This is an optimization exercise on Yosys and OpenROAD, whose aim is small area and a short achievable clock period, not a production implementation. Where RTL was checked, it was by simulation tests only, not by an equivalence proof against the original. Function not checked in run 3: the RTL went through the layout flow alone.

==> design/flow/design.v <==
module ck_crc_bank (
    input  wire        clk,
    input  wire        rst_n,      
    input  wire        req,        
    input  wire        we,         
    input  wire [7:0]  addr,       
    input  wire [31:0] wdata,
    input  wire [3:0]  wstrb,      
    output wire        rvalid,     
    output wire [31:0] rdata
);
    reg [2:0]  cfg_poly [0:7];
    reg        cfg_finv [0:7];
    reg        cfg_refl [0:7];
    reg [31:0] val      [0:7];
    reg        s_rd;                   
    reg        s_inv0, s_inv1, s_inv2;  
    reg        s_wcfg, s_wval;         
    reg        s_f32, s_f16, s_f8, s_seed;
    reg [7:0]  s_u;                    
    reg [31:0] s_w;                    
    reg [31:0] s_cv;                   
    reg [2:0]  s_cp;                   
    reg        s_cf, s_cr;
    wire [2:0] unit = addr[7:5];
    wire [2:0] rsel = addr[4:2];
    wire wr = req && we && (wstrb == 4'hF);
    wire rd = req && !we;
    integer k;
    wire        any_w = s_wcfg | s_wval | s_f32 | s_f16 | s_f8;
    wire [31:0] nval;                  
    wire [7:0]  dec   = 8'b1 << unit;
    wire [7:0]  vstal = s_u & {8{any_w}};
    wire [7:0]  cstal = s_u & {8{s_wcfg}};
    wire        use_v = we || rsel == 3'd1 || rsel == 3'd2;
    wire        use_c = !we && rsel == 3'd0;
    reg  [31:0] a_v;
    reg  [2:0]  a_p;
    reg         a_f, a_r;
    always @* begin
        a_v = (|(dec & vstal)) ? nval : 32'h0;
        a_p = (|(dec & cstal)) ? s_w[4:2] : 3'b0;
        a_f = (|(dec & cstal)) && s_w[1];
        a_r = (|(dec & cstal)) && s_w[0];
        for (k = 0; k < 8; k = k + 1) begin
            if (dec[k] && !vstal[k])
                a_v = a_v | val[k];
            if (dec[k] && !cstal[k]) begin
                a_p = a_p | cfg_poly[k];
                a_f = a_f | cfg_finv[k];
                a_r = a_r | cfg_refl[k];
            end
        end
    end
    wire a_w8  = a_p[2];
    wire a_w16 = a_p[1] & a_p[0];
    wire a_inv = rd && rsel == 3'd2 && a_f;
    always @(posedge clk) begin
        s_u  <= dec;
        s_w  <= wdata;
        s_cv <= use_c ? {27'b0, a_p, a_f, a_r} : (use_v ? a_v : 32'h0);
        s_cp <= a_p;
        s_cf <= a_f;
        s_cr <= a_r;
        if (!rst_n) begin
            s_rd <= 1'b0;
            s_inv0 <= 1'b0; s_inv1 <= 1'b0; s_inv2 <= 1'b0;
            s_wcfg <= 1'b0; s_wval <= 1'b0;
            s_f32 <= 1'b0; s_f16 <= 1'b0; s_f8 <= 1'b0; s_seed <= 1'b0;
        end else begin
            s_rd   <= rd;
            s_inv0 <= a_inv;
            s_inv1 <= a_inv && !a_w8;
            s_inv2 <= a_inv && !a_w8 && !a_w16;
            s_wcfg <= wr && rsel == 3'd0 && wdata[4:2] <= 3'b100;
            s_wval <= wr && rsel == 3'd1;
            s_f32  <= wr && (rsel == 3'd3 || rsel == 3'd4);
            s_f16  <= wr && rsel == 3'd5;
            s_f8   <= wr && rsel == 3'd6;
            s_seed <= rsel == 3'd3;
        end
    end
    assign rvalid = s_rd;
    assign rdata  = s_cv ^ {{16{s_inv2}}, {8{s_inv1}}, {8{s_inv0}}};
    function [31:0] rev32;
        input [31:0] x;
        integer i;
        for (i = 0; i < 32; i = i + 1) rev32[i] = x[31-i];
    endfunction
    wire [31:0] cv = s_cv;
    wire [2:0]  cp = s_cp;
    wire        cr = s_cr;
    wire w8  = cp[2];
    wire w16 = cp[1] & cp[0];
    wire [31:0] cmask = w8 ? 32'h0000_00FF : (w16 ? 32'h0000_FFFF : 32'hFFFF_FFFF);
    wire [31:0] cin = cr ? rev32(cv) : (w8 ? {cv[7:0], 24'b0} : (w16 ? {cv[15:0], 16'b0} : cv));
    wire [31:0] w_bs  = {s_w[7:0], s_w[15:8], s_w[23:16], s_w[31:24]};
    wire [31:0] dord  = s_seed ? s_w : w_bs;
    wire [31:0] drev  = rev32({dord[7:0], dord[15:8], dord[23:16], dord[31:24]});
    wire [31:0] dfull = cr ? drev : dord;
    wire [31:0] dmask = s_f8 ? 32'hFF00_0000 : (s_f16 ? 32'hFFFF_0000 : 32'hFFFF_FFFF);
    wire [31:0] t = cin ^ (dfull & dmask);
    wire [31:0] u = s_f8 ? {24'b0, t[31:24]} : (s_f16 ? {16'b0, t[31:16]} : t);
    wire [31:0] lower = s_f8 ? {t[23:0], 8'b0} : (s_f16 ? {t[15:0], 16'b0} : 32'b0);
    wire ps0 = ((cp[1:0]==2'd0));
    wire ps1 = ((cp[1:0]==2'd1));
    wire ps2 = ((cp[1:0]==2'd0) | (cp[1:0]==2'd1));
    wire ps3 = ((cp[1:0]==2'd2));
    wire ps4 = ((cp[1:0]==2'd0) | (cp[1:0]==2'd2));
    wire ps5 = ((cp[1:0]==2'd1) | (cp[1:0]==2'd2));
    wire ps6 = ((cp[1:0]==2'd0) | (cp[1:0]==2'd1) | (cp[1:0]==2'd2));
    wire ps7 = ((cp[1:0]==2'd3));
    wire ps8 = ((cp[1:0]==2'd0) | (cp[1:0]==2'd3));
    wire ps9 = ((cp[1:0]==2'd1) | (cp[1:0]==2'd3));
    wire ps10 = ((cp[1:0]==2'd0) | (cp[1:0]==2'd1) | (cp[1:0]==2'd3));
    wire ps11 = ((cp[1:0]==2'd2) | (cp[1:0]==2'd3));
    wire ps12 = ((cp[1:0]==2'd0) | (cp[1:0]==2'd2) | (cp[1:0]==2'd3));
    wire ps13 = ((cp[1:0]==2'd1) | (cp[1:0]==2'd2) | (cp[1:0]==2'd3));
    wire ps14 = ((cp==3'd0));
    wire ps15 = ((cp==3'd0) | (cp==3'd1));
    wire ps16 = ((cp==3'd0) | (cp==3'd2));
    wire ps17 = ((cp==3'd1) | (cp==3'd2));
    wire ps18 = ((cp==3'd0) | (cp==3'd1) | (cp==3'd2));
    wire ps19 = ((cp==3'd0) | (cp==3'd3));
    wire ps20 = ((cp==3'd0) | (cp==3'd1) | (cp==3'd3));
    wire ps21 = ((cp==3'd0) | (cp==3'd2) | (cp==3'd3));
    wire ps22 = ((cp==3'd1) | (cp==3'd2) | (cp==3'd3));
    wire ps23 = ((cp==3'd0) | (cp==3'd1) | (cp==3'd2) | (cp==3'd3));
    wire ps24 = ((cp==3'd4));
    wire ps25 = ((cp==3'd1) | (cp==3'd4));
    wire ps26 = ((cp==3'd1) | (cp==3'd2) | (cp==3'd4));
    wire ps27 = ((cp==3'd0) | (cp==3'd1) | (cp==3'd2) | (cp==3'd4));
    wire ps28 = ((cp==3'd3) | (cp==3'd4));
    wire ps29 = ((cp==3'd0) | (cp==3'd3) | (cp==3'd4));
    wire ps30 = ((cp==3'd1) | (cp==3'd3) | (cp==3'd4));
    wire ps31 = ((cp==3'd1) | (cp==3'd2) | (cp==3'd3) | (cp==3'd4));
    wire ps32 = ((cp==3'd3));
    wire ps33 = ((cp==3'd0) | (cp==3'd4));
    wire ps34 = ((cp==3'd0) | (cp==3'd1) | (cp==3'd4));
    wire ps35 = ((cp==3'd0) | (cp==3'd2) | (cp==3'd4));
    wire ps36 = ((cp==3'd0) | (cp==3'd1) | (cp==3'd3) | (cp==3'd4));
    wire ps37 = ((cp==3'd0) | (cp==3'd2) | (cp==3'd3) | (cp==3'd4));
    wire ps38 = ((cp==3'd2));
    wire ps39 = ((cp==3'd1) | (cp==3'd3));
    wire ps40 = ((cp==3'd2) | (cp==3'd3));
    wire ps41 = ((cp==3'd2) | (cp==3'd4));
    wire ps42 = ((cp==3'd2) | (cp==3'd3) | (cp==3'd4));
    wire ps43 = ((cp==3'd1));
    wire [31:0] r;
    assign r[0] = lower[0] ^ (ps0 & (u[4] ^ u[5] ^ u[8] ^ u[18] ^ u[21] ^ u[27])) ^ (ps1 & (u[2] ^ u[3] ^ u[13] ^ u[20] ^ u[22])) ^ (ps2 & (u[7] ^ u[17] ^ u[23])) ^ (ps3 & (u[10] ^ u[29])) ^ (ps4 & (u[16] ^ u[30] ^ u[31])) ^ (ps5 & (u[24])) ^ (u[0] ^ u[6] ^ u[9] ^ u[12] ^ u[25] ^ u[26] ^ u[28]);
    assign r[1] = lower[1] ^ (ps0 & (u[5] ^ u[19] ^ u[26] ^ u[31])) ^ (ps1 & (u[2] ^ u[4] ^ u[14] ^ u[20] ^ u[21])) ^ (ps2 & (u[8] ^ u[10] ^ u[18] ^ u[22] ^ u[29])) ^ (ps3 & (u[11] ^ u[16])) ^ (ps4 & (u[7] ^ u[13] ^ u[24])) ^ (ps5 & (u[0] ^ u[12])) ^ (u[1] ^ u[6] ^ u[9] ^ u[17] ^ u[27] ^ u[28]);
    assign r[2] = lower[2] ^ (ps0 & (u[23] ^ u[27] ^ u[28])) ^ (ps1 & (u[5] ^ u[12] ^ u[15] ^ u[21])) ^ (ps2 & (u[10] ^ u[11] ^ u[19] ^ u[20] ^ u[25] ^ u[29])) ^ (ps3 & (u[13] ^ u[16] ^ u[31])) ^ (ps4 & (u[2] ^ u[7] ^ u[8] ^ u[9] ^ u[14])) ^ (ps5 & (u[0] ^ u[1] ^ u[17] ^ u[24] ^ u[26])) ^ (u[6] ^ u[18] ^ u[30]);
    assign r[3] = lower[3] ^ (ps0 & (u[24] ^ u[28] ^ u[29])) ^ (ps1 & (u[6] ^ u[13] ^ u[16] ^ u[22])) ^ (ps2 & (u[11] ^ u[12] ^ u[20] ^ u[21] ^ u[26] ^ u[30])) ^ (ps3 & (u[14] ^ u[17])) ^ (ps4 & (u[3] ^ u[8] ^ u[9] ^ u[10] ^ u[15])) ^ (ps5 & (u[1] ^ u[2] ^ u[18] ^ u[25] ^ u[27])) ^ (u[7] ^ u[19] ^ u[31]);
    assign r[4] = lower[4] ^ (ps0 & (u[10] ^ u[13] ^ u[16] ^ u[22])) ^ (ps1 & (u[14])) ^ (ps2 & (u[9] ^ u[21] ^ u[27])) ^ (ps3 & (u[2] ^ u[3] ^ u[15] ^ u[18])) ^ (ps4 & (u[4] ^ u[11] ^ u[12] ^ u[20] ^ u[29] ^ u[30])) ^ (ps5 & (u[0] ^ u[6] ^ u[19] ^ u[24])) ^ (u[8] ^ u[25] ^ u[31]);
    assign r[5] = lower[5] ^ (ps0 & (u[11] ^ u[12] ^ u[14] ^ u[17] ^ u[23] ^ u[30] ^ u[31])) ^ (ps1 & (u[15] ^ u[25])) ^ (ps2 & (u[9] ^ u[22] ^ u[26])) ^ (ps3 & (u[0] ^ u[3] ^ u[4] ^ u[6] ^ u[19] ^ u[24] ^ u[29])) ^ (ps4 & (u[5] ^ u[13] ^ u[21])) ^ (ps5 & (u[1] ^ u[7] ^ u[20])) ^ (u[10] ^ u[28]);
    assign r[6] = lower[6] ^ (ps0 & (u[15] ^ u[26])) ^ (ps1 & (u[3] ^ u[12] ^ u[27])) ^ (ps2 & (u[0] ^ u[9] ^ u[10] ^ u[13] ^ u[16] ^ u[17] ^ u[24] ^ u[28])) ^ (ps3 & (u[1] ^ u[2])) ^ (ps4 & (u[4] ^ u[5] ^ u[14] ^ u[30])) ^ (ps5 & (u[6] ^ u[20])) ^ (u[7] ^ u[8] ^ u[11] ^ u[21] ^ u[22] ^ u[25] ^ u[29]);
    assign r[7] = lower[7] ^ (ps0 & (u[9] ^ u[12] ^ u[17] ^ u[26] ^ u[27] ^ u[31])) ^ (ps1 & (u[4] ^ u[20])) ^ (ps2 & (u[1] ^ u[6] ^ u[11] ^ u[14] ^ u[18] ^ u[30])) ^ (ps3 & (u[7] ^ u[28])) ^ (ps4 & (u[5] ^ u[15] ^ u[16] ^ u[22] ^ u[23] ^ u[25])) ^ (ps5 & (u[0] ^ u[2] ^ u[3] ^ u[21] ^ u[24])) ^ (u[8] ^ u[10] ^ u[29]);
    assign r[8] = lower[8] ^ (ps0 & (u[13] ^ u[24])) ^ (ps1 & (u[7] ^ u[9] ^ u[30])) ^ (ps2 & (u[2] ^ u[5] ^ u[15] ^ u[19] ^ u[21] ^ u[25])) ^ (ps3 & (u[17] ^ u[23] ^ u[28])) ^ (ps4 & (u[0] ^ u[8] ^ u[10])) ^ (ps5 & (u[1] ^ u[3] ^ u[12] ^ u[22] ^ u[31])) ^ (u[4] ^ u[11]);
    assign r[9] = lower[9] ^ (ps0 & (u[0] ^ u[7] ^ u[14] ^ u[17] ^ u[21] ^ u[27] ^ u[28] ^ u[30])) ^ (ps1 & (u[6] ^ u[10] ^ u[16] ^ u[26])) ^ (ps2 & (u[3] ^ u[8] ^ u[20] ^ u[22] ^ u[31])) ^ (ps3 & (u[9] ^ u[24] ^ u[29])) ^ (ps4 & (u[1] ^ u[11] ^ u[18])) ^ (ps5 & (u[2] ^ u[5] ^ u[12] ^ u[13])) ^ (u[4] ^ u[23]);
    assign r[10] = lower[10] ^ (ps0 & (u[1] ^ u[6] ^ u[7] ^ u[15] ^ u[17] ^ u[24] ^ u[30])) ^ (ps1 & (u[4] ^ u[11] ^ u[12] ^ u[20] ^ u[21])) ^ (ps2 & (u[22] ^ u[25] ^ u[27])) ^ (ps3 & (u[3] ^ u[9] ^ u[13] ^ u[31])) ^ (ps4 & (u[16] ^ u[19] ^ u[29])) ^ (ps5 & (u[5] ^ u[14] ^ u[28])) ^ (u[0] ^ u[2] ^ u[26]);
    assign r[11] = lower[11] ^ (ps0 & (u[6])) ^ (ps1 & (u[7] ^ u[29])) ^ (ps2 & (u[2] ^ u[5] ^ u[21])) ^ (ps3 & (u[14] ^ u[16] ^ u[26] ^ u[28] ^ u[31])) ^ (ps4 & (u[3] ^ u[4] ^ u[12])) ^ (ps5 & (u[15] ^ u[17] ^ u[24] ^ u[25] ^ u[27])) ^ (u[0] ^ u[1] ^ u[9] ^ u[20]);
    assign r[12] = lower[12] ^ (ps0 & (u[7])) ^ (ps1 & (u[8] ^ u[16] ^ u[25] ^ u[26] ^ u[28])) ^ (ps2 & (u[3] ^ u[10] ^ u[22])) ^ (ps3 & (u[0] ^ u[9] ^ u[12] ^ u[15] ^ u[17] ^ u[24] ^ u[27] ^ u[31])) ^ (ps4 & (u[4] ^ u[5] ^ u[13])) ^ (ps5 & (u[18] ^ u[30])) ^ (u[1] ^ u[2] ^ u[6] ^ u[21]);
    assign r[13] = lower[13] ^ (ps0 & (u[0] ^ u[12] ^ u[21] ^ u[30])) ^ (ps1 & (u[4] ^ u[23] ^ u[29])) ^ (ps2 & (u[9] ^ u[11] ^ u[17] ^ u[26] ^ u[27])) ^ (ps3 & (u[1] ^ u[5] ^ u[6] ^ u[10] ^ u[13])) ^ (ps4 & (u[14] ^ u[16] ^ u[18] ^ u[25] ^ u[28])) ^ (ps5 & (u[7] ^ u[19])) ^ (u[2] ^ u[3] ^ u[22] ^ u[31]);
    assign r[14] = lower[14] ^ (ps0 & (u[0] ^ u[1] ^ u[9] ^ u[13] ^ u[16] ^ u[21] ^ u[22] ^ u[25])) ^ (ps1 & (u[12] ^ u[18] ^ u[24] ^ u[27] ^ u[28])) ^ (ps2 & (u[5] ^ u[10] ^ u[30])) ^ (ps3 & (u[2] ^ u[11] ^ u[14] ^ u[17] ^ u[26])) ^ (ps4 & (u[6] ^ u[7] ^ u[15] ^ u[19] ^ u[29])) ^ (ps5 & (u[4] ^ u[20] ^ u[23])) ^ (u[3] ^ u[8]);
    assign r[15] = lower[15] ^ (ps0 & (u[1] ^ u[6] ^ u[10] ^ u[14])) ^ (ps1 & (u[0] ^ u[19] ^ u[29])) ^ (ps2 & (u[2] ^ u[11] ^ u[17] ^ u[22] ^ u[23] ^ u[26] ^ u[31])) ^ (ps3 & (u[15] ^ u[18] ^ u[24] ^ u[27])) ^ (ps4 & (u[8] ^ u[9] ^ u[16] ^ u[30])) ^ (ps5 & (u[3] ^ u[5] ^ u[12] ^ u[21])) ^ (u[4] ^ u[7] ^ u[20]);
    assign r[16] = lower[16] ^ (ps0 & (u[3] ^ u[10] ^ u[15] ^ u[23] ^ u[31])) ^ (ps1 & (u[1] ^ u[25])) ^ (ps2 & (u[2] ^ u[7] ^ u[9] ^ u[18])) ^ (ps3 & (u[13] ^ u[29])) ^ (ps4 & (u[24])) ^ (ps5 & (u[30])) ^ (ps6 & (u[5] ^ u[17] ^ u[21])) ^ (ps7 & (u[20])) ^ (ps8 & (u[11])) ^ (ps9 & (u[28])) ^ (ps10 & (u[27])) ^ (ps11 & (u[19] ^ u[22])) ^ (ps12 & (u[12])) ^ (ps13 & (u[0] ^ u[4] ^ u[26])) ^ (u[8]);
    assign r[17] = lower[17] ^ (ps0 & (u[3] ^ u[4] ^ u[11] ^ u[16])) ^ (ps1 & (u[0] ^ u[7] ^ u[17])) ^ (ps2 & (u[8] ^ u[10] ^ u[19] ^ u[24])) ^ (ps3 & (u[14] ^ u[30])) ^ (ps4 & (u[6] ^ u[22])) ^ (ps5 & (u[31])) ^ (ps6 & (u[18] ^ u[25])) ^ (ps7 & (u[21])) ^ (ps8 & (u[28])) ^ (ps9 & (u[29])) ^ (ps10 & (u[12])) ^ (ps12 & (u[9])) ^ (ps13 & (u[1] ^ u[5] ^ u[20] ^ u[23] ^ u[27])) ^ (u[13]);
    assign r[18] = lower[18] ^ (ps0 & (u[0] ^ u[16] ^ u[27])) ^ (ps1 & (u[1] ^ u[9] ^ u[25])) ^ (ps2 & (u[8] ^ u[11] ^ u[18] ^ u[20])) ^ (ps3 & (u[7] ^ u[15] ^ u[23])) ^ (ps4 & (u[31])) ^ (ps5 & (u[26])) ^ (ps6 & (u[19])) ^ (ps7 & (u[22])) ^ (ps8 & (u[29])) ^ (ps10 & (u[13] ^ u[30])) ^ (ps12 & (u[10])) ^ (ps13 & (u[2] ^ u[24])) ^ (u[6] ^ u[14] ^ u[21] ^ u[28]);
    assign r[19] = lower[19] ^ (ps0 & (u[1] ^ u[4] ^ u[5] ^ u[18] ^ u[26])) ^ (ps1 & (u[10] ^ u[13] ^ u[17] ^ u[21] ^ u[28])) ^ (ps2 & (u[0] ^ u[6] ^ u[19])) ^ (ps4 & (u[8] ^ u[16] ^ u[20])) ^ (ps5 & (u[24])) ^ (ps6 & (u[27])) ^ (ps7 & (u[30])) ^ (ps9 & (u[31])) ^ (ps10 & (u[14] ^ u[23])) ^ (ps11 & (u[3] ^ u[7])) ^ (ps12 & (u[11] ^ u[22] ^ u[25])) ^ (u[15] ^ u[29]);
    assign r[20] = lower[20] ^ (ps0 & (u[19] ^ u[20])) ^ (ps1 & (u[3] ^ u[6] ^ u[11] ^ u[13] ^ u[14] ^ u[29])) ^ (ps2 & (u[0] ^ u[1] ^ u[2] ^ u[18])) ^ (ps3 & (u[21] ^ u[28])) ^ (ps4 & (u[25])) ^ (ps5 & (u[9] ^ u[17])) ^ (ps8 & (u[24] ^ u[31])) ^ (ps10 & (u[15])) ^ (ps12 & (u[4] ^ u[8])) ^ (ps13 & (u[12] ^ u[16] ^ u[23] ^ u[26] ^ u[30]));
    assign r[21] = lower[21] ^ (ps0 & (u[21])) ^ (ps1 & (u[7] ^ u[14] ^ u[15] ^ u[30])) ^ (ps2 & (u[1] ^ u[2] ^ u[3])) ^ (ps3 & (u[29])) ^ (ps5 & (u[10] ^ u[18] ^ u[27])) ^ (ps7 & (u[0] ^ u[8] ^ u[11] ^ u[28])) ^ (ps8 & (u[20] ^ u[25])) ^ (ps9 & (u[4] ^ u[12])) ^ (ps10 & (u[16] ^ u[19])) ^ (ps11 & (u[22])) ^ (ps12 & (u[5] ^ u[9] ^ u[26])) ^ (ps13 & (u[13] ^ u[17] ^ u[24] ^ u[31]));
    assign r[22] = lower[22] ^ (ps0 & (u[7] ^ u[22] ^ u[30])) ^ (ps1 & (u[4] ^ u[15])) ^ (ps2 & (u[2] ^ u[3] ^ u[8] ^ u[28])) ^ (ps3 & (u[24])) ^ (ps4 & (u[0])) ^ (ps5 & (u[11] ^ u[19])) ^ (ps6 & (u[16] ^ u[31])) ^ (ps7 & (u[1] ^ u[6] ^ u[21])) ^ (ps8 & (u[10])) ^ (ps9 & (u[13] ^ u[17])) ^ (ps10 & (u[5] ^ u[20] ^ u[25])) ^ (ps11 & (u[26] ^ u[27] ^ u[29])) ^ (ps12 & (u[9] ^ u[12] ^ u[23])) ^ (ps13 & (u[14])) ^ (u[18]);
    assign r[23] = lower[23] ^ (ps0 & (u[25])) ^ (ps1 & (u[4])) ^ (ps2 & (u[3] ^ u[5] ^ u[12])) ^ (ps3 & (u[31])) ^ (ps4 & (u[0] ^ u[1])) ^ (ps5 & (u[9] ^ u[17] ^ u[20])) ^ (ps6 & (u[16] ^ u[29])) ^ (ps7 & (u[2] ^ u[22])) ^ (ps8 & (u[7] ^ u[10] ^ u[11] ^ u[24] ^ u[28] ^ u[30])) ^ (ps9 & (u[14] ^ u[21])) ^ (ps10 & (u[18])) ^ (ps12 & (u[13] ^ u[27])) ^ (ps13 & (u[6] ^ u[15] ^ u[26])) ^ (u[19]);
    assign r[24] = lower[24] ^ (ps14 & (u[26])) ^ (ps15 & (u[4] ^ u[6] ^ u[13])) ^ (ps16 & (u[1] ^ u[2])) ^ (ps17 & (u[18])) ^ (ps18 & (u[17])) ^ (ps19 & (u[29])) ^ (ps20 & (u[19])) ^ (ps21 & (u[14] ^ u[28])) ^ (ps22 & (u[16])) ^ (ps23 & (u[20])) ^ (ps24 & (u[0] ^ u[9] ^ u[24])) ^ (ps25 & (u[5])) ^ (ps26 & (u[10] ^ u[21])) ^ (ps27 & (u[30])) ^ (ps28 & (u[3] ^ u[23])) ^ (ps29 & (u[8] ^ u[11] ^ u[12] ^ u[25] ^ u[31])) ^ (ps30 & (u[15] ^ u[22])) ^ (ps31 & (u[7] ^ u[27]));
    assign r[25] = lower[25] ^ (ps14 & (u[25])) ^ (ps15 & (u[14])) ^ (ps16 & (u[2])) ^ (ps17 & (u[11] ^ u[18] ^ u[19] ^ u[22] ^ u[31])) ^ (ps32 & (u[9] ^ u[12] ^ u[24])) ^ (ps20 & (u[20] ^ u[23])) ^ (ps21 & (u[29])) ^ (ps23 & (u[8] ^ u[17])) ^ (ps24 & (u[1] ^ u[27])) ^ (ps33 & (u[0])) ^ (ps25 & (u[5] ^ u[7])) ^ (ps34 & (u[6])) ^ (ps35 & (u[3])) ^ (ps28 & (u[26] ^ u[30])) ^ (ps29 & (u[4] ^ u[13])) ^ (ps36 & (u[16])) ^ (ps37 & (u[15])) ^ (ps31 & (u[21])) ^ (u[28]);
    assign r[26] = lower[26] ^ (ps15 & (u[8])) ^ (ps38 & (u[20])) ^ (ps17 & (u[19] ^ u[26])) ^ (ps32 & (u[5])) ^ (ps19 & (u[27])) ^ (ps39 & (u[13])) ^ (ps40 & (u[22])) ^ (ps21 & (u[31])) ^ (ps22 & (u[18])) ^ (ps24 & (u[11])) ^ (ps33 & (u[1] ^ u[12])) ^ (ps25 & (u[2])) ^ (ps34 & (u[15])) ^ (ps41 & (u[4])) ^ (ps35 & (u[6] ^ u[23])) ^ (ps27 & (u[0] ^ u[3] ^ u[28])) ^ (ps28 & (u[9] ^ u[16] ^ u[17] ^ u[30])) ^ (ps29 & (u[14])) ^ (ps30 & (u[21])) ^ (ps36 & (u[29])) ^ (ps42 & (u[10])) ^ (ps37 & (u[24])) ^ (u[25]);
    assign r[27] = lower[27] ^ (ps14 & (u[12])) ^ (ps43 & (u[3])) ^ (ps38 & (u[7])) ^ (ps16 & (u[5] ^ u[24])) ^ (ps17 & (u[20])) ^ (ps32 & (u[10] ^ u[28])) ^ (ps19 & (u[6] ^ u[15] ^ u[31])) ^ (ps39 & (u[14] ^ u[22] ^ u[30])) ^ (ps40 & (u[11] ^ u[25])) ^ (ps22 & (u[19])) ^ (ps33 & (u[0] ^ u[2] ^ u[8] ^ u[13])) ^ (ps25 & (u[9] ^ u[16])) ^ (ps35 & (u[21])) ^ (ps26 & (u[4])) ^ (ps27 & (u[1] ^ u[27] ^ u[29])) ^ (ps29 & (u[17] ^ u[18])) ^ (ps37 & (u[23])) ^ (ps31 & (u[26]));
    assign r[28] = lower[28] ^ (ps15 & (u[13])) ^ (ps38 & (u[20])) ^ (ps17 & (u[6] ^ u[25])) ^ (ps18 & (u[12] ^ u[21] ^ u[26])) ^ (ps32 & (u[16] ^ u[29])) ^ (ps19 & (u[23])) ^ (ps39 & (u[7] ^ u[15])) ^ (ps20 & (u[0] ^ u[4] ^ u[31])) ^ (ps21 & (u[8])) ^ (ps33 & (u[1] ^ u[14] ^ u[17] ^ u[19])) ^ (ps25 & (u[9] ^ u[10])) ^ (ps34 & (u[3])) ^ (ps35 & (u[2])) ^ (ps26 & (u[30])) ^ (ps27 & (u[5] ^ u[27])) ^ (ps28 & (u[18])) ^ (ps42 & (u[28])) ^ (u[22] ^ u[24]);
    assign r[29] = lower[29] ^ (ps14 & (u[15])) ^ (ps43 & (u[10] ^ u[11])) ^ (ps15 & (u[14])) ^ (ps38 & (u[26])) ^ (ps16 & (u[13])) ^ (ps17 & (u[31])) ^ (ps18 & (u[3])) ^ (ps39 & (u[16] ^ u[17])) ^ (ps20 & (u[1])) ^ (ps21 & (u[23] ^ u[25])) ^ (ps33 & (u[18])) ^ (ps25 & (u[0] ^ u[12])) ^ (ps34 & (u[2] ^ u[4] ^ u[20])) ^ (ps41 & (u[7] ^ u[21])) ^ (ps35 & (u[6] ^ u[22] ^ u[28])) ^ (ps27 & (u[27])) ^ (ps28 & (u[19] ^ u[30])) ^ (ps30 & (u[8])) ^ (ps36 & (u[5] ^ u[24])) ^ (ps42 & (u[29])) ^ (u[9]);
    assign r[30] = lower[30] ^ (ps14 & (u[16])) ^ (ps43 & (u[0] ^ u[11])) ^ (ps15 & (u[15])) ^ (ps38 & (u[27])) ^ (ps16 & (u[14])) ^ (ps18 & (u[4])) ^ (ps32 & (u[17])) ^ (ps19 & (u[2])) ^ (ps39 & (u[18])) ^ (ps23 & (u[24] ^ u[26])) ^ (ps24 & (u[13])) ^ (ps33 & (u[3] ^ u[19])) ^ (ps25 & (u[1])) ^ (ps34 & (u[5] ^ u[21])) ^ (ps41 & (u[8])) ^ (ps35 & (u[28] ^ u[29])) ^ (ps26 & (u[22])) ^ (ps27 & (u[7] ^ u[23])) ^ (ps28 & (u[9] ^ u[31])) ^ (ps29 & (u[6] ^ u[25])) ^ (ps30 & (u[20])) ^ (ps42 & (u[30])) ^ (u[10]);
    assign r[31] = lower[31] ^ (ps14 & (u[17])) ^ (ps43 & (u[1] ^ u[12])) ^ (ps15 & (u[16])) ^ (ps38 & (u[28])) ^ (ps16 & (u[15])) ^ (ps18 & (u[5])) ^ (ps32 & (u[18])) ^ (ps19 & (u[3])) ^ (ps39 & (u[19])) ^ (ps23 & (u[25] ^ u[27])) ^ (ps24 & (u[14])) ^ (ps33 & (u[4] ^ u[20])) ^ (ps25 & (u[2])) ^ (ps34 & (u[6] ^ u[22])) ^ (ps41 & (u[9])) ^ (ps35 & (u[29] ^ u[30])) ^ (ps26 & (u[23])) ^ (ps27 & (u[8] ^ u[24])) ^ (ps28 & (u[10])) ^ (ps29 & (u[7] ^ u[26])) ^ (ps30 & (u[21])) ^ (ps42 & (u[31])) ^ (u[11]);
    wire [31:0] rr = rev32(r);
    wire [31:0] fold = cr ? (rr & cmask) : (w8 ? {24'b0, r[31:24]} : (w16 ? {16'b0, r[31:16]} : r));
    wire [31:0] vmask_new = (s_w[4:2] == 3'b100) ? 32'h0000_00FF :
                            (s_w[4:2] == 3'b011) ? 32'h0000_FFFF : 32'hFFFF_FFFF;
    assign nval = s_wcfg ? (cv & vmask_new) :
                  s_wval ? (s_w & cmask) : fold;
    wire [31:0] vbus = nval | {32{!rst_n}};
    wire [4:0]  cbus = rst_n ? s_w[4:0] : 5'b000_11;
    always @(posedge clk) begin
        for (k = 0; k < 8; k = k + 1) begin
            if (!rst_n || (any_w && s_u[k]))
                val[k] <= vbus;
            if (!rst_n || (s_wcfg && s_u[k])) begin
                cfg_poly[k] <= cbus[4:2];
                cfg_finv[k] <= cbus[1];
                cfg_refl[k] <= cbus[0];
            end
        end
    end
endmodule
==> design/flow/flow/run.sh <==
#!/bin/bash
# Layout: the standard flow (standard synthesis included), with the
# resizer asked for extra setup margin so that it sizes the netlist for a
# shorter achieved period. Clock, constraints and scripts are unchanged.
set -euo pipefail
MARGIN=$(cat flow/margin.txt)
bash standard.sh SETUP_SLACK_MARGIN=$MARGIN finish > flow_make.log 2>&1
==> design/flow/flow/margin.txt <==
22
==> design/flow/standard.sh <==
#!/bin/bash
# synth_recipe.tcl (not shown) runs the flow's synth.tcl, then flattens the netlist and writes it again
# the make line also repeats each setting of config.mk as NAME=value (left out here)
make -C /OpenROAD-flow-scripts/flow DESIGN_CONFIG=/design/flow/config.mk WORK_HOME=/design/flow/orfs CLKGATE_MAP_FILE= SYNTH_SCRIPT=/design/flow/synth_recipe.tcl "${@:-finish}"
==> design/flow/config.mk <==
export PLATFORM = sky130hd
export DESIGN_NAME = ck_crc_bank
export DESIGN_NICKNAME = ck_crc_bank
export VERILOG_FILES = /design/flow/design.v
export SDC_FILE = /design/flow/constraint.sdc
export NUM_CORES = 4
export LEC_CHECK = 0
export CAP_MARGIN = 20
export CORE_MARGIN = 2
export CORE_UTILIZATION = 40
export SLEW_MARGIN = 20
==> design/flow/constraint.sdc <==
create_clock -name core_clock -period 30.0 [get_ports {clk}]
set_input_delay 6.0000 -clock core_clock [delete_from_list [all_inputs] [get_ports {clk}]]
set_output_delay 6.0000 -clock core_clock [all_outputs]
set_load 0.01 [all_outputs]
==> flow_metrics.py, run 1 <==
metrics = {
    "hold_path": {
        "min_to": "s_cv[10]",
        "worstHoldStart": "val[4][10]",
        "holdPathStages": 2,
        "hold_path_class": "register to register",
    },
    "worst_setup_path": {
        "endpoint_kind": "output port",
        "critPathLaunchType": "register",
        "critical_path_required_ns": 24.00,
        "criticalPathCategory": "register to output port",
        "crit_path_max_fanout": 4,
        "arrival_ns": 2.03,
        "crit_slowest_cell": "dfxtp_1",
        "cp_slowest_stage_delay_ns": 0.74,
        "worstRegToRegCells": 17,
        "r2r-start": "s_cp[0]",
        "crit_path_cell_trace": "xor2_1 > clkdlybuf4s50_1",
        "r2r_end": "val[4][6]",
        "worst-r2r-setup-slack_ns": 22.09,
    },
    "clocking": {
        "cts.sink_count": 382,
        "cts-root-buf": "clkbuf_16",
        "h-tree-depth": 2,
        "clk_path_buf_depth": 3,
        "clk_latency_ns": 0.54,
        "cts_buffers": 36,
        "clkTransAtPathRegs_ns": 0.07,
        "cts_tree": "done",
    },
    "sta": {
        "report.final.slew_viol_count": 0,
        "period_share_pct": 26.77,
        "finalSetupTns_ns": 0,
        "rsz0062_at_grt": "false",
        "skew_ns": 0.03439,
        "clock.fmax_mhz": 124.5,
        "setup_violations": 0,
        "hold_violations": 0,
        "period_minus_slack_ns": 8.031,
        "worst_pin_slew_ns": 1.224,
        "slew_headroom_pct": 18.40,
    },
    "yosys": {
        "syn_area_sq_um": 27380,
        "avgSynthCellArea_sq_um": 10.16,
        "synth_top_area_share_pct": 32.46,
        "synth_ff_type": "edfxtp_1",
        "synth-seq-cells": 382,
        "synth.distinct_cells": 87,
        "synth_fp_nets": 2748,
        "synth-seq-area-share_pct": 38.75,
        "async_reset_ff_share_pct": 0,
        "synthCells": 2696,
        "synth_edf_count": 296,
        "yosysTopAreaCell": "edfxtp_1",
        "synth.area.top_cells": "edfxtp_1 (32%), xnor2_1 (13%), xnor3_1 (7.2%), dfxtp_1 (6.3%), nand2_1 (3.8%)",
        "yosysWarningCount": 5,
    },
    "drt": {
        "wl_per_cell_microns": 34.58,
        "first_iter_violations": 3330,
        "vias": 23773,
        "route.detailed.drc": 0,
        "dr.pass1.iters": 6,
        "ant_nets": 0,
        "vias_per_cell": 6.529,
        "wirelength_microns": 125900,
    },
    "global_routing": {
        "grt_pass1_wl_microns": 175200,
        "first_global_vias": 22723,
        "gr-usage-all-layers_pct": 34.92,
        "antenna_found_initial": 3,
        "grt-ovfl-total": 0,
        "grt_start_max_net_pins": 84,
    },
    "floorplanning": {
        "fp.coreArea_sq_um": 67510,
        "die_w_microns": 265.6,
        "num_io_pins": 81,
        "die_y_microns": 265.6,
        "dieArea_sq_um": 70560,
        "start_util_pct": 40.56,
        "placementRows": 95,
    },
    "finish": {
        "instances_no_fill": 3641,
        "final_net_count": 2793,
        "final_cell_mix": "xnor2_1 (412), edfxtp_1 (296), nand2_1 (266)",
        "mostFrequentLayoutCell": "xnor2_1",
        "antenna_cells": 0,
        "nFillCells": 6401,
        "syn2layout_area_growth_pct": 12.45,
        "drive_gt1_share_pct": 10.62,
    },
    "place": {
        "port-buffer-count": 78,
        "hpwlAfterDp_microns": 87400,
        "gp_congestion": 1.107,
        "post-place-cells": 3572,
    },
    "status": {
        "status": "no timing/DRC/antenna violations",
    },
    "job": {
        "max_cap_viol_count": 0,
    },
}
[Yosys cell counts (all sizes together), types with 5 or more instances]
cell / count
a211o: 6
a211oi: 19
a21boi: 8
a21o: 13
a21oi: 122
a221oi: 52
a222oi: 16
a22o: 46
a22oi: 105
a31oi: 26
and2: 18
and3: 15
buf: 66
clkbuf: 116
dfxtp: 86
edfxtp: 296
inv: 32
mux2: 9
mux2i: 72
mux4: 21
nand2: 276
nand2b: 10
nand3: 43
nand3b: 6
nand4: 10
nor2: 230
nor2b: 8
nor3: 52
nor4: 7
nor4b: 7
o2111a: 13
o211a: 5
o211ai: 13
o21a: 7
o21ai: 84
o221ai: 8
o22ai: 31
o31ai: 13
o32ai: 8
or2: 21
or3: 21
or4b: 6
xnor2: 421
xnor3: 87
xor2: 115
[how the worst max path moves through the flow]
stage | slack (ns) | end | from | cells past startpoint
finish | 21.97 | rdata[18] | s_cv[18] | 2
global route | 22.00 | rdata[18] | s_cv[18] | 2
CTS | 22.00 | s_inv2 | addr[7] | 11
detailed placement | 21.00 | s_inv2 | addr[7] | 11
global placement | 21.06 | s_cv[13] | addr[7] | 9
floorplan | 22.16 | s_cv[24] | addr[7] | 10
[state kept, by name (all words and copies together) (netlist names), 3 cells and up]
signal	cells
cfg_refl	8
s_u	8
cfg_finv	8
val	256
s_cv	32
s_cp	3
cfg_poly	24
s_w	32
[cells by family after synthesis]
group	count (synthesis)	share of synthesized area, %
compound gates	631	16.47
xor+xnor	623	24.44
fa+ha+maj	4	0.1828
buf+inv	218	3.359
flops	382	38.75
mux	102	4.743
simple gates	736	12.05
[metrics by stage]
stage	area, sq um	utilization [%]	setup WS [ns]	hold slack (ns)
after floorplan	27380	-	22.16	0.4667
after global placement	29520	43.72	21.06	0.5063
after detailed placement	29520	43.72	21.00	0.5311
after CTS	30740	45.53	22.00	0.5404
after global routing	30790	45.61	22.00	0.5814
final	30790	45.61	21.97	0.5366
[layout make-up]
class	instances	area [sq um]	area share, %
Clock buffer	47	993.5	3.226
Clock inverter	18	211.5	0.6867
Inverter	36	135.1	0.4389
Multi-Input combinational cell	2096	16120	52.36
Sequential cell	382	10620	34.50
Tap cell	873	1092	3.547
Timing Repair Buffer	189	1614	5.242
[timing repair]
| item | 4_1_cts | 5_1_grt |
|---|---|---|
| setup buffers | 0 | 3 |
| hold buffers | 0 | 0 |
| endpoints found under the setup margin | 45 | 20 |
| pin swaps | 0 | 2 |
| gates resized for setup | 11 | 9 |
[metal layers]
layer / up-vias / GRT usage, % / wire length (microns)
met5: - / 0 / 25
met4: 4 / 24.43 / 10550
met3: 442 / 7.378 / 13720
met2: 1701 / 52.42 / 54070
met1: 11676 / 45.02 / 47550
li1: 9950 / - / -
[worst max-delay path, delay by kind of cell (launching register included)]
family	cells	cell delay, ns
buffers and inverters	1	0.56
xor gates and xnor gates	1	0.19
DFF	1	0.74
==> run 2, diff against run 1 <==
==> design/flow/flow/run.sh (replaced) <==
#!/bin/bash
# Layout: the standard flow (standard synthesis included), run with the
# extra ORFS make variables listed in flow/make_args.txt: a setup margin for
# the resizer so that it sizes the netlist for a shorter achieved period, and
# the port buffer cell. Clock, constraints and scripts are unchanged.
set -euo pipefail
mapfile -t ARGS < <(grep -v '^#' flow/make_args.txt | grep -v '^$')
bash standard.sh "${ARGS[@]}" finish > flow_make.log 2>&1
==> design/flow/flow/make_args.txt (new file) <==
SETUP_SLACK_MARGIN=22
MATCH_CELL_FOOTPRINT=0
BUFFER_PORTS_ARGS=-buffer_cell sky130_fd_sc_hd__buf_2
removed: design/flow/flow/margin.txt
==> run 2 against run 1 <==
Against the previous run:
- register-to-register slack better by 0.12 ns
- flip-flop and latch count unchanged
- hold slack better by 0.0053 ns
- clock skew down 0.0085 ns
- first-iteration DRC count up 7.9%
- maximum frequency up 1.5%
- largest cell class unchanged
==> flow_metrics.py, run 2 <==
metrics = {
    "floorplanning": {
        "dieArea_sq_um": 70560,
        "fp.coreArea_sq_um": 67510,
        "placementRows": 95,
        "start_util_pct": 40.56,
        "num_io_pins": 81,
        "die_y_microns": 265.6,
        "die_w_microns": 265.6,
    },
    "place": {
        "hpwlAfterDp_microns": 89210,
        "gp_congestion": 1.063,
        "port-buffer-count": 78,
    },
    "yosys": {
        "async_reset_ff_share_pct": 0,
        "synth_edf_count": 296,
        "synthCells": 2696,
        "synth.most_common_cell": "xnor2_1",
        "synth-seq-area-share_pct": 38.75,
        "synthTopCellsByCount": "xnor2_1 (418), edfxtp_1 (296), nand2_1 (274)",
        "yosysWarningCount": 5,
        "synth.area.top_cells": "edfxtp_1 (32%), xnor2_1 (13%), xnor3_1 (7.2%), dfxtp_1 (6.3%), nand2_1 (3.8%)",
        "synth_ff_type": "edfxtp_1",
        "synth_fp_nets": 2748,
        "synth_top_area_share_pct": 32.46,
        "yosysTopAreaCell": "edfxtp_1",
        "avgSynthCellArea_sq_um": 10.16,
        "synth-seq-cells": 382,
        "syn_area_sq_um": 27380,
        "synth.distinct_cells": 87,
    },
    "hold_path": {
        "hold_path_class": "register to register",
        "holdPathStages": 2,
        "worstHoldStart": "val[6][30]",
        "min_to": "s_cv[30]",
    },
    "sta": {
        "finalSetupTns_ns": 0,
        "period_minus_slack_ns": 7.916,
        "worst_pin_slew_ns": 1.258,
        "setup_violations": 0,
        "period_share_pct": 26.39,
        "hold_violations": 0,
        "slew_headroom_pct": 15.63,
        "clock.fmax_mhz": 126.3,
        "report.final.slew_viol_count": 0,
        "skew_ns": 0.02584,
        "rsz0062_at_grt": "false",
    },
    "clocking": {
        "hold_buffers": 0,
        "cts_tree": "done",
        "cts-root-buf": "clkbuf_16",
        "clk_latency_ns": 0.53,
        "cts.sink_count": 382,
        "clk_path_buf_depth": 3,
        "clkTransAtPathRegs_ns": 0.06,
        "h-tree-depth": 2,
        "cts_buffers": 36,
    },
    "drt": {
        "wirelength_microns": 125800,
        "vias": 23765,
        "route.detailed.drc": 0,
        "ant_nets": 0,
        "dr.pass1.iters": 9,
        "vias_per_cell": 6.504,
        "first_iter_violations": 3592,
        "wl_per_cell_microns": 34.42,
    },
    "worst_setup_path": {
        "r2r_end": "val[3][16]",
        "critical-path-top-delay-family": "compound AO/OA/AOI/OAI gates",
        "worstRegToRegCells": 16,
        "endpoint_kind": "register",
        "arrival_ns": 8.34,
        "worst-r2r-setup-slack_ns": 22.21,
        "critPathLaunchType": "primary input",
        "critical_path_required_ns": 30.42,
        "crit_path_max_fanout": 19,
        "cp_num_buf_inv": 3,
        "r2r-start": "s_cp[0]",
        "crit_slowest_cell": "buf_4",
        "cp_slowest_stage_delay_ns": 0.35,
        "criticalPathCategory": "primary input to register",
        "crit_path_cell_trace": "buf_2 > or3b_2 > inv_1 > a22o_1 > a221oi_1 > and3_1 > nand2b_1 > buf_4 > o2111ai_1 > a32o_1",
    },
    "finish": {
        "largestRegisters": "val (256), s_cv (32), s_w (32)",
        "drive_gt1_share_pct": 13.32,
        "largest_reg_flops": 256,
        "mostFrequentLayoutCell": "xnor2_1",
        "final_net_count": 2802,
        "final_cell_mix": "xnor2_1 (411), edfxtp_1 (296), nand2_1 (266)",
        "top_register": "val",
        "syn2layout_area_growth_pct": 11.19,
    },
    "global_routing": {
        "antenna_found_initial": 6,
        "grt-ovfl-total": 0,
        "grt_pass1_wl_microns": 174700,
        "first_global_vias": 22412,
        "grt_start_max_net_pins": 73,
        "gr-usage-all-layers_pct": 34.95,
    },
    "status": {
        "status": "no timing/DRC/antenna violations",
    },
    "job": {
        "max_cap_viol_count": 0,
    },
}
==> run 2: cell count changes in the layout (fill, tap and decap cells not counted), moves of 2 or more <==
cell	delta
xnor2_2	+2
clkinv_1	+5
clkdlybuf4s50_1	-74
clkinv_2	-2
clkbuf_2	-3
buf_12	+2
buf_4	+6
buf_2	+77
diode_2	+4
bufinv_16	-2
==> run 2: per-stage QoR <==
step                instance area, sq um  cells  worst slack [ns]  hold WS [ns]  utilization, %
detailed placement                 29230   3583             21.55        0.5284           43.30
global placement                   29190   3581             21.58        0.5225           43.23
floorplan                          27380   2696             22.16        0.4667               -
finish                             30440   3654             22.08        0.5419           45.09
CTS                                30370   3648             22.01        0.5374           44.98
global route                       30430   3650             22.01        0.5668           45.08
==> run 2: layer usage <==
metal	global-route usage, %	part of all wire, %	up-vias
met5	0	0.021	-
li1	-	-	10004
met3	7.415	11	464
met2	52.59	43	1631
met1	44.55	38	11662
met4	25.39	8.8	4
==> run 2: worst max-delay path by stage <==
stage | start | endpoint | slack [ns] | cells after the start
6_report | addr[7] | s_cv[0] | 22.08 | 10
5_1_grt | addr[7] | s_inv2 | 22.01 | 11
4_1_cts | s_cp[0] | val[3][17] | 22.01 | 17
3_5_place_dp | addr[6] | s_inv2 | 21.55 | 11
3_3_place_gp | addr[7] | s_inv2 | 21.58 | 11
2_1_floorplan | addr[7] | s_cv[24] | 22.16 | 10
==> run 2: logic make-up (layout without fill, tap and decap cells) <==
family | Yosys count | in the layout | share of synthesized area [%]
AO/OA/AOI/OAI | 631 | 631 | 16.47
XOR/XNOR | 623 | 623 | 24.44
adder cells (fa/ha/maj) | 4 | 4 | 0.1828
buffers and inverters | 218 | 299 | 3.359
flip-flops | 382 | 382 | 38.75
multiplexers | 102 | 102 | 4.743
other | 0 | 4 | 0
AND/OR/NAND/NOR | 736 | 736 | 12.05
==> run 2: timing repair <==
item / 4_1_cts / 5_1_grt
endpoints found under the hold margin: 0 / 0
setup endpoints to repair: 0 / 38
resized for setup: 0 / 6
buffers inserted: 0 / 0
==> run 2: area by class of cell <==
cell class                      count  area, sq um
Fill cell                        6372        37070
Multi-Input combinational cell   2096        16100
Sequential cell                   382        10620
Timing Repair Buffer              198         1353
Tap cell                          873         1092
Clock buffer                       47        982.2
Clock inverter                     18        152.6
Inverter                           36        135.1
Antenna cell                        4        10.01
==> run 2: worst reg2reg max path, cell delays in order, from the launching register on <==
cell,delay [ns]
dfxtp_1,0.71
ha_2,0.72
buf_6,0.55
mux2i_1,0.30
a222oi_1,0.19
xnor2_2,0.94
a222oi_1,0.28
buf_4,0.31
xnor2_1,0.79
xnor2_1,0.19
xnor2_1,0.22
nor2_1,0.08
xnor3_1,0.40
xnor2_1,0.86
nor2_1,0.09
a211oi_1,0.36
nand3_1,0.39
==> run 3, diff against run 2 <==
--- a/design/flow/design.v
+++ b/design/flow/design.v
@@ -15,4 +15,5 @@
     reg [31:0] val      [0:7];
     reg        s_rd;                   
+    reg        s_rv, s_rc;             
     reg        s_inv0, s_inv1, s_inv2;  
     reg        s_wcfg, s_wval;         
@@ -33,6 +34,4 @@
     wire [7:0]  vstal = s_u & {8{any_w}};
     wire [7:0]  cstal = s_u & {8{s_wcfg}};
-    wire        use_v = we || rsel == 3'd1 || rsel == 3'd2;
-    wire        use_c = !we && rsel == 3'd0;
     reg  [31:0] a_v;
     reg  [2:0]  a_p;
@@ -59,10 +58,10 @@
         s_u  <= dec;
         s_w  <= wdata;
-        s_cv <= use_c ? {27'b0, a_p, a_f, a_r} : (use_v ? a_v : 32'h0);
+        s_cv <= a_v;
         s_cp <= a_p;
         s_cf <= a_f;
         s_cr <= a_r;
         if (!rst_n) begin
-            s_rd <= 1'b0;
+            s_rd <= 1'b0; s_rv <= 1'b0; s_rc <= 1'b0;
             s_inv0 <= 1'b0; s_inv1 <= 1'b0; s_inv2 <= 1'b0;
             s_wcfg <= 1'b0; s_wval <= 1'b0;
@@ -70,4 +69,6 @@
         end else begin
             s_rd   <= rd;
+            s_rv   <= rd && (rsel == 3'd1 || rsel == 3'd2);
+            s_rc   <= rd && rsel == 3'd0;
             s_inv0 <= a_inv;
             s_inv1 <= a_inv && !a_w8;
@@ -82,5 +83,6 @@
     end
     assign rvalid = s_rd;
-    assign rdata  = s_cv ^ {{16{s_inv2}}, {8{s_inv1}}, {8{s_inv0}}};
+    assign rdata  = ({32{s_rv}} & (s_cv ^ {{16{s_inv2}}, {8{s_inv1}}, {8{s_inv0}}}))
+                  | ({32{s_rc}} & {27'b0, s_cp, s_cf, s_cr});
     function [31:0] rev32;
         input [31:0] x;
==> run 3 against run 2 <==
Against the previous run:
- critical path depth decreased by 1
- clock-buffer cell count increased by 4
- still clean
- setup slack improved by 0.014 ns
- non-clock buffer count decreased by 28
- maximum frequency increased by 0.17%
==> flow_metrics.py, run 3 <==
metrics = {
    "status": {
        "status": "no timing/DRC/antenna violations",
    },
    "floorplanning": {
        "start_util_pct": 40.35,
        "placementRows": 97,
        "fp.coreArea_sq_um": 69910,
        "die_y_microns": 269.5,
        "dieArea_sq_um": 72650,
        "die_w_microns": 269.5,
        "num_io_pins": 81,
    },
    "yosys": {
        "synthCells": 2835,
        "syn_area_sq_um": 28200,
        "synth_ff_type": "edfxtp_1",
        "yosysWarningCount": 5,
        "synth.distinct_cells": 94,
        "async_reset_ff_share_pct": 0,
        "synth.area.top_cells": "edfxtp_1 (32%), xnor2_1 (13%), xnor3_1 (6.5%), dfxtp_1 (6.3%), nand2_1 (4.1%)",
        "synth_top_area_share_pct": 31.51,
        "yosysTopAreaCell": "edfxtp_1",
        "avgSynthCellArea_sq_um": 9.949,
        "synth.most_common_cell": "xnor2_1",
        "synth-seq-cells": 385,
        "synth_edf_count": 296,
        "synth-seq-area-share_pct": 37.83,
        "synthTopCellsByCount": "xnor2_1 (417), nand2_1 (310), edfxtp_1 (296)",
        "synth_fp_nets": 2887,
    },
    "sta": {
        "finalSetupTns_ns": 0,
        "report.final.slew_viol_count": 0,
        "hold_slack_ns": 0.4816,
        "period_minus_slack_ns": 7.902,
        "period_share_pct": 26.34,
        "rsz0062_at_grt": "true",
        "hold_violations": 0,
        "skew_ns": 0.03804,
        "slew_headroom_pct": 19.53,
        "clock.fmax_mhz": 126.5,
        "worst_pin_slew_ns": 1.201,
        "setup_violations": 0,
    },
    "worst_setup_path": {
        "critical_path_required_ns": 30.42,
        "critPathLaunchType": "primary input",
        "endpoint_kind": "register",
        "crit_path_max_fanout": 11,
        "arrival_ns": 8.32,
        "criticalPathCategory": "primary input to register",
    },
    "global_routing": {
        "gr-usage-all-layers_pct": 33.52,
        "grt-ovfl-total": 0,
        "grt_pass1_wl_microns": 175300,
        "first_global_vias": 23068,
        "antenna_found_initial": 6,
        "grt_start_max_net_pins": 92,
    },
    "place": {
        "dpl_cell_area_sq_um": 29820,
        "post-place-cells": 3736,
        "hpwlAfterDp_microns": 87980,
        "port-buffer-count": 78,
        "gp_congestion": 1.038,
    },
    "drt": {
        "wirelength_microns": 126500,
        "ant_nets": 0,
        "wl_per_cell_microns": 33.23,
        "dr.pass1.iters": 8,
        "first_iter_violations": 3501,
        "route.detailed.drc": 0,
        "vias": 24307,
        "vias_per_cell": 6.386,
    },
    "finish": {
        "instances_no_fill": 3806,
        "design_area_sq_um": 31120,
        "final_net_count": 2888,
        "syn2layout_area_growth_pct": 10.33,
        "final_cell_mix": "xnor2_1 (410), nand2_1 (302), edfxtp_1 (296)",
        "drive_gt1_share_pct": 12.81,
        "final_util_pct": 44.51,
        "largestRegisters": "val (256), s_cv (32), s_w (32)",
        "mostFrequentLayoutCell": "xnor2_1",
        "nFillCells": 6773,
        "largest_reg_flops": 256,
        "top_register": "val",
    },
    "clocking": {
        "cts.sink_count": 385,
        "cts_buffers": 38,
        "h-tree-depth": 2,
        "cts-root-buf": "clkbuf_16",
        "clk_path_buf_depth": 3,
        "cts_tree": "done",
        "clk_latency_ns": 0.56,
        "clkTransAtPathRegs_ns": 0.06,
    },
    "hold_path": {
        "hold_path_class": "register to register",
    },
    "job": {
        "max_cap_viol_count": 0,
    },
}
run 3: cell types whose count changed after synthesis, moves of 9 or more:
cell	before	now
o21ai_0	58	115
o22ai_1	30	16
nor2_1	225	206
nand3_1	43	71
nand2_1	274	310
and2_1	18	50
o2111ai_1	1	20
o211ai_1	13	30
buf_2	36	27
clkbuf_1	116	138
o2111a_1	13	0
nor4b_1	7	18
run 3: routing by layer:
| layer | track usage (%) | share of wire, % | wire length, microns |
|---|---|---|---|
| met3 | 6.376 | 9.9 | 12570 |
| met4 | 23.06 | 8.3 | 10490 |
| met1 | 42.78 | 38 | 48130 |
| met2 | 51.48 | 44 | 55230 |
| met5 | 0 | 0.024 | 30 |
run 3: worst paths after layout:
check                           cells after the start       from  slack, ns          to
worst max register to register                     16       s_cr      22.43  val[2][15]
worst min register to register                      2  val[3][1]       0.48     s_cv[1]
worst max-delay path                                9    addr[5]      22.10      s_inv2
worst min-delay path                                2  val[3][1]       0.48     s_cv[1]
run 3: repair_timing:
item	CTS	global route
resized for setup	2	4
hold buffers	0	0
pin swaps	0	0
cloned	0	0
setup endpoints to repair	3	4
setup buffers	0	0
endpoints found under the hold margin	0	0
run 3: through the flow:
| step | setup WS, ns |
|---|---|
| floorplan | 22.03 |
| global placement | 21.17 |
| detailed placement | 21.13 |
| CTS | 22.07 |
| global route | 21.99 |
| finish | 22.10 |
run 3: area by class of cell:
cell class	count	area, sq um	share of cell area, %
timing repair buffer	170	1081	3.474
multi-input combinational	2205	16790	53.95
antenna	2	5.005	0.01608
clock buffer	51	1040	3.341
sequential	385	10680	34.33
inverter	36	135.1	0.4343
clock inverter	17	210.2	0.6755
tap	940	1176	3.780
run 3: cell families after synthesis:
| group | count (synthesis) | share of synthesized area, % |
|---|---|---|
| simple gates | 817 | 13.30 |
| compound gates | 663 | 16.68 |
| buf+inv | 245 | 3.700 |
| fa+ha+maj | 4 | 0.1775 |
| mux | 101 | 4.605 |
| flops | 385 | 37.83 |
| xor+xnor | 620 | 23.71 |
run 3: critical path: stages:
cell and delay, ns:
buf_2 0.20, mux2_2 0.37, a221o_1 0.33, a21oi_2 0.29
nor2_2 0.18, a21oi_1 0.51, nor4b_4 0.12, and2_1 0.20
a21boi_0 0.11
==> run 4, diff against run 3 <==
--- a/design/flow/design.v
+++ b/design/flow/design.v
@@ -24,4 +24,8 @@
     reg [2:0]  s_cp;                   
     reg        s_cf, s_cr;
+    reg        s_n32, s_n16, s_n8;
+    reg        s_r16, s_r32;
+    reg        s_w8, s_w16;
+    reg        s_fany;
     wire [2:0] unit = addr[7:5];
     wire [2:0] rsel = addr[4:2];
@@ -62,9 +66,16 @@
         s_cf <= a_f;
         s_cr <= a_r;
+        s_n32 <= !a_r && !a_w8 && !a_w16;
+        s_n16 <= !a_r && a_w16;
+        s_n8  <= !a_r && a_w8;
+        s_r16 <= a_r && !a_w8;
+        s_r32 <= a_r && !a_w8 && !a_w16;
+        s_w8  <= a_w8;
+        s_w16 <= a_w16;
         if (!rst_n) begin
             s_rd <= 1'b0; s_rv <= 1'b0; s_rc <= 1'b0;
             s_inv0 <= 1'b0; s_inv1 <= 1'b0; s_inv2 <= 1'b0;
             s_wcfg <= 1'b0; s_wval <= 1'b0;
-            s_f32 <= 1'b0; s_f16 <= 1'b0; s_f8 <= 1'b0; s_seed <= 1'b0;
+            s_f32 <= 1'b0; s_f16 <= 1'b0; s_f8 <= 1'b0; s_seed <= 1'b0; s_fany <= 1'b0;
         end else begin
             s_rd   <= rd;
@@ -79,4 +90,5 @@
             s_f16  <= wr && rsel == 3'd5;
             s_f8   <= wr && rsel == 3'd6;
+            s_fany <= wr && (rsel == 3'd3 || rsel == 3'd4 || rsel == 3'd5 || rsel == 3'd6);
             s_seed <= rsel == 3'd3;
         end
@@ -93,8 +105,9 @@
     wire [2:0]  cp = s_cp;
     wire        cr = s_cr;
-    wire w8  = cp[2];
-    wire w16 = cp[1] & cp[0];
+    wire w8  = s_w8;
+    wire w16 = s_w16;
     wire [31:0] cmask = w8 ? 32'h0000_00FF : (w16 ? 32'h0000_FFFF : 32'hFFFF_FFFF);
-    wire [31:0] cin = cr ? rev32(cv) : (w8 ? {cv[7:0], 24'b0} : (w16 ? {cv[15:0], 16'b0} : cv));
+    wire [31:0] cin = ({32{s_cr}} & rev32(cv)) | ({32{s_n32}} & cv)
+                    | ({32{s_n16}} & {cv[15:0], 16'b0}) | ({32{s_n8}} & {cv[7:0], 24'b0});
     wire [31:0] w_bs  = {s_w[7:0], s_w[15:8], s_w[23:16], s_w[31:24]};
     wire [31:0] dord  = s_seed ? s_w : w_bs;
@@ -183,9 +196,10 @@
     assign r[31] = lower[31] ^ (ps14 & (u[17])) ^ (ps43 & (u[1] ^ u[12])) ^ (ps15 & (u[16])) ^ (ps38 & (u[28])) ^ (ps16 & (u[15])) ^ (ps18 & (u[5])) ^ (ps32 & (u[18])) ^ (ps19 & (u[3])) ^ (ps39 & (u[19])) ^ (ps23 & (u[25] ^ u[27])) ^ (ps24 & (u[14])) ^ (ps33 & (u[4] ^ u[20])) ^ (ps25 & (u[2])) ^ (ps34 & (u[6] ^ u[22])) ^ (ps41 & (u[9])) ^ (ps35 & (u[29] ^ u[30])) ^ (ps26 & (u[23])) ^ (ps27 & (u[8] ^ u[24])) ^ (ps28 & (u[10])) ^ (ps29 & (u[7] ^ u[26])) ^ (ps30 & (u[21])) ^ (ps42 & (u[31])) ^ (u[11]);
     wire [31:0] rr = rev32(r);
-    wire [31:0] fold = cr ? (rr & cmask) : (w8 ? {24'b0, r[31:24]} : (w16 ? {16'b0, r[31:16]} : r));
+    wire [31:0] fold = ({{16{s_r32}}, {8{s_r16}}, {8{s_cr}}} & rr) | ({32{s_n32}} & r)
+                     | ({32{s_n16}} & {16'b0, r[31:16]}) | ({32{s_n8}} & {24'b0, r[31:24]});
     wire [31:0] vmask_new = (s_w[4:2] == 3'b100) ? 32'h0000_00FF :
                             (s_w[4:2] == 3'b011) ? 32'h0000_FFFF : 32'hFFFF_FFFF;
-    assign nval = s_wcfg ? (cv & vmask_new) :
-                  s_wval ? (s_w & cmask) : fold;
+    assign nval = ({32{s_wcfg}} & cv & vmask_new) | ({32{s_wval}} & s_w & cmask)
+                | ({32{s_fany}} & fold);
     wire [31:0] vbus = nval | {32{!rst_n}};
     wire [4:0]  cbus = rst_n ? s_w[4:0] : 5'b000_11;
==> run 4 against run 3 <==
Against the previous run:
- die area decreased by 4.1%
- via count decreased by 9.7%
- clock-buffer cell count increased by 2
- utilization about the same
- wire length decreased by 13%
- global-route usage decreased by 2.7 points
- critical path type is now register to output port
- still clean on timing, DRC and antenna
- sequential share of layout area increased by 1.9 points
==> flow_metrics.py, run 4 <==
metrics = {
    "status": {
        "status": "no timing/DRC/antenna violations",
    },
    "finish": {
        "largestRegisters": "val (256), s_cv (32), s_w (32)",
        "syn2layout_area_growth_pct": 10.49,
        "final_cell_mix": "xnor2_1 (414), edfxtp_1 (296), nand2_1 (242)",
        "drive_gt1_share_pct": 12.71,
        "nFillCells": 6368,
        "top_register": "val",
        "mostFrequentLayoutCell": "xnor2_1",
        "final_net_count": 2595,
        "largest_reg_flops": 256,
    },
    "global_routing": {
        "first_global_vias": 21106,
        "antenna_found_initial": 4,
        "gr-usage-all-layers_pct": 30.86,
        "grt-ovfl-total": 0,
        "grt_pass1_wl_microns": 155500,
        "grt_start_max_net_pins": 70,
    },
    "clocking": {
        "clkTransAtPathRegs_ns": 0.06,
        "clk_path_buf_depth": 3,
        "cts_buffers": 40,
        "hold_buffers": 0,
        "h-tree-depth": 2,
        "cts-root-buf": "clkbuf_16",
        "cts.sink_count": 392,
        "cts_tree": "done",
        "clk_latency_ns": 0.55,
    },
    "sta": {
        "rsz0062_at_grt": "false",
        "worst_pin_slew_ns": 1.232,
        "report.final.slew_viol_count": 0,
        "period_minus_slack_ns": 7.926,
        "skew_ns": 0.01460,
        "hold_violations": 0,
        "finalSetupTns_ns": 0,
        "slew_headroom_pct": 17.75,
        "clock.fmax_mhz": 126.2,
        "setup_violations": 0,
        "period_share_pct": 26.42,
    },
    "place": {
        "gp_congestion": 1.040,
        "hpwlAfterDp_microns": 75710,
        "port-buffer-count": 78,
    },
    "yosys": {
        "synth.distinct_cells": 90,
        "avgSynthCellArea_sq_um": 10.64,
        "synth_top_area_share_pct": 32.90,
        "synthTopCellsByCount": "xnor2_1 (414), edfxtp_1 (296), nand2_1 (251)",
        "synth-seq-cells": 392,
        "yosysTopAreaCell": "edfxtp_1",
        "synthCells": 2539,
        "yosysWarningCount": 5,
        "synth-seq-area-share_pct": 40.01,
        "syn_area_sq_um": 27020,
        "synth_edf_count": 296,
        "synth_ff_type": "edfxtp_1",
        "synth.area.top_cells": "edfxtp_1 (33%), xnor2_1 (13%), xnor3_1 (7.3%), dfxtp_1 (7.1%), xor2_1 (3.8%)",
        "synth_fp_nets": 2591,
        "synth.most_common_cell": "xnor2_1",
        "async_reset_ff_share_pct": 0,
    },
    "floorplanning": {
        "start_util_pct": 40.30,
        "num_io_pins": 81,
        "die_w_microns": 263.9,
        "placementRows": 95,
        "dieArea_sq_um": 69640,
        "fp.coreArea_sq_um": 67040,
        "die_y_microns": 263.9,
    },
    "drt": {
        "vias": 21939,
        "vias_per_cell": 6.365,
        "dr.pass1.iters": 6,
        "first_iter_violations": 3052,
        "wirelength_microns": 110100,
        "ant_nets": 0,
        "wl_per_cell_microns": 31.95,
        "route.detailed.drc": 0,
    },
    "worst_setup_path": {
        "critical_path.startpoint": "s_cr",
        "cp_slowest_stage_delay_ns": 0.65,
        "critical_path_required_ns": 24.00,
        "crit_path_max_fanout": 69,
        "endpoint_kind": "output port",
        "crit_path_cell_trace": "buf_4 > a22o_1 > buf_2",
        "critPathLaunchType": "register",
        "cp_num_buf_inv": 2,
        "critical-path-top-delay-family": "buffers and inverters",
        "r2r-start": "s_f8",
        "crit_slowest_cell": "buf_4",
        "arrival_ns": 1.93,
        "criticalPathCategory": "register to output port",
    },
    "hold_path": {
        "hold_path_class": "register to register",
        "worstHoldStart": "val[4][25]",
    },
    "job": {
        "max_cap_viol_count": 0,
    },
}
-- run 4: cell count changes in the layout (fill, tap and decap cells not counted), moves of 12 or more --
cell      change
o21ai_0      -64
nand2_1      -60
mux2i_1      -41
nand3_1      -40
a21oi_1      -35
nor3_1       -29
a22o_1       +27
buf_4        -23
nor2_1       -20
a222oi_1     +19
nor4b_1      -16
a31oi_1      -15
xor2_1       +13
a22oi_1      +12
-- run 4: repair_timing --
| action | 4_1_cts | 5_1_grt |
|---|---|---|
| resized for setup | 2 | 5 |
| setup endpoints to repair | 17 | 3 |
| setup buffers | 0 | 0 |
-- run 4: kinds of logic (layout without fill, tap and decap cells) --
group | Yosys count | count (layout) | synth area share, %
xor+xnor | 629 | 629 | 25.38
fa+ha+maj | 4 | 4 | 0.1853
simple gates | 644 | 644 | 10.83
compound gates | 583 | 583 | 16.36
buf+inv | 217 | 251 | 3.469
flops | 392 | 392 | 40.01
mux | 70 | 70 | 3.770
other cells | 0 | 1 | 0
-- run 4: area by class of cell --
cell class / count / area (sq um) / area share [%]
Antenna cell: 1 / 2.502 / 0.008383
Sequential cell: 392 / 10820 / 36.23
Tap cell: 873 / 1092 / 3.659
Timing Repair Buffer: 150 / 940.9 / 3.152
Multi-Input combinational cell: 1930 / 15510 / 51.96
Clock buffer: 53 / 1101 / 3.688
Clock inverter: 19 / 280.3 / 0.9388
Inverter: 29 / 108.9 / 0.3646
-- run 4: path summary, 6_finish.rpt --
kind / endpoint / slack (ns) / depth (start not counted)
worst max-delay path: rdata[0] / 22.07 / 3
worst min-delay path: s_cv[25] / 0.48 / 2
worst min register to register: s_cv[25] / 0.48 / 2
worst max register to register: val[5][5] / 22.56 / 14
-- run 4: worst reg2reg max path: stages (launching register included) --
cell and delay [ns]:
dfxtp_2 0.59, buf_4 0.60, nor2_1 0.33, a22oi_1 0.58
xor2_2 0.67, o221a_2 0.91, nand2_1 0.23, xor2_1 0.25
xnor3_1 0.47, xnor2_1 0.19, xnor3_1 0.45, a222oi_1 0.41
o21ai_0 0.39, a222oi_1 0.72, nand2_1 0.33
-- run 4: routing by layer --
metal  GRT usage [%]  wire, microns
met1           40.74          43060
met2           46.62          47330
met3           5.966          11510
met4           19.43           8192
met5               0             33
-- run 4: metrics by stage --
stage	setup WS, ns	instance area, sq um	util, %	cells	hold slack [ns]
after CTS	22.06	29810	44.47	3444	0.4820
after floorplan	22.00	27060	-	2539	0.4508
final	22.07	29850	44.53	3447	0.4787
after detailed placement	21.51	28430	42.41	3372	0.4692
after global routing	22.01	29850	44.53	3446	0.4977
after global placement	21.54	28410	42.38	3371	0.4664

afterwards: timing with drivers on the ports:
No port has a modelled driver above. Below, the same layouts with a new extraction and two added sets of constraints.
Step 1 sets driving cells, clkbuf_16 on the clock port and buf_2 on the other inputs (assumed; they add their load-dependent delay and slew).
Step 2 adds t to the input delays and takes it off the output delays; t is the mean of the earliest and latest rising clock arrival at the registers after step 1. Input paths then give back, and output paths get back, about the clock's delay inside the block.
Three values: ideal, step 1, step 2; two values: the first two.
run	t (ns)	setup slack, ns	worst data-port slew with drivers (ns)
run 1	0.579	21.969 / 21.915 / 21.612	0.05
run 2	0.574	22.084 / 22.097 / 21.523	0.05
run 3	0.595	22.098 / 22.106 / 21.511	0.05
run 4	0.592	22.074 / 22.022 / 21.564	0.06
After both steps every run listed still meets setup and hold. The setup slack of run 3, which loses most, moves by +0.008 ns with the drivers and by -0.587 ns with both steps.
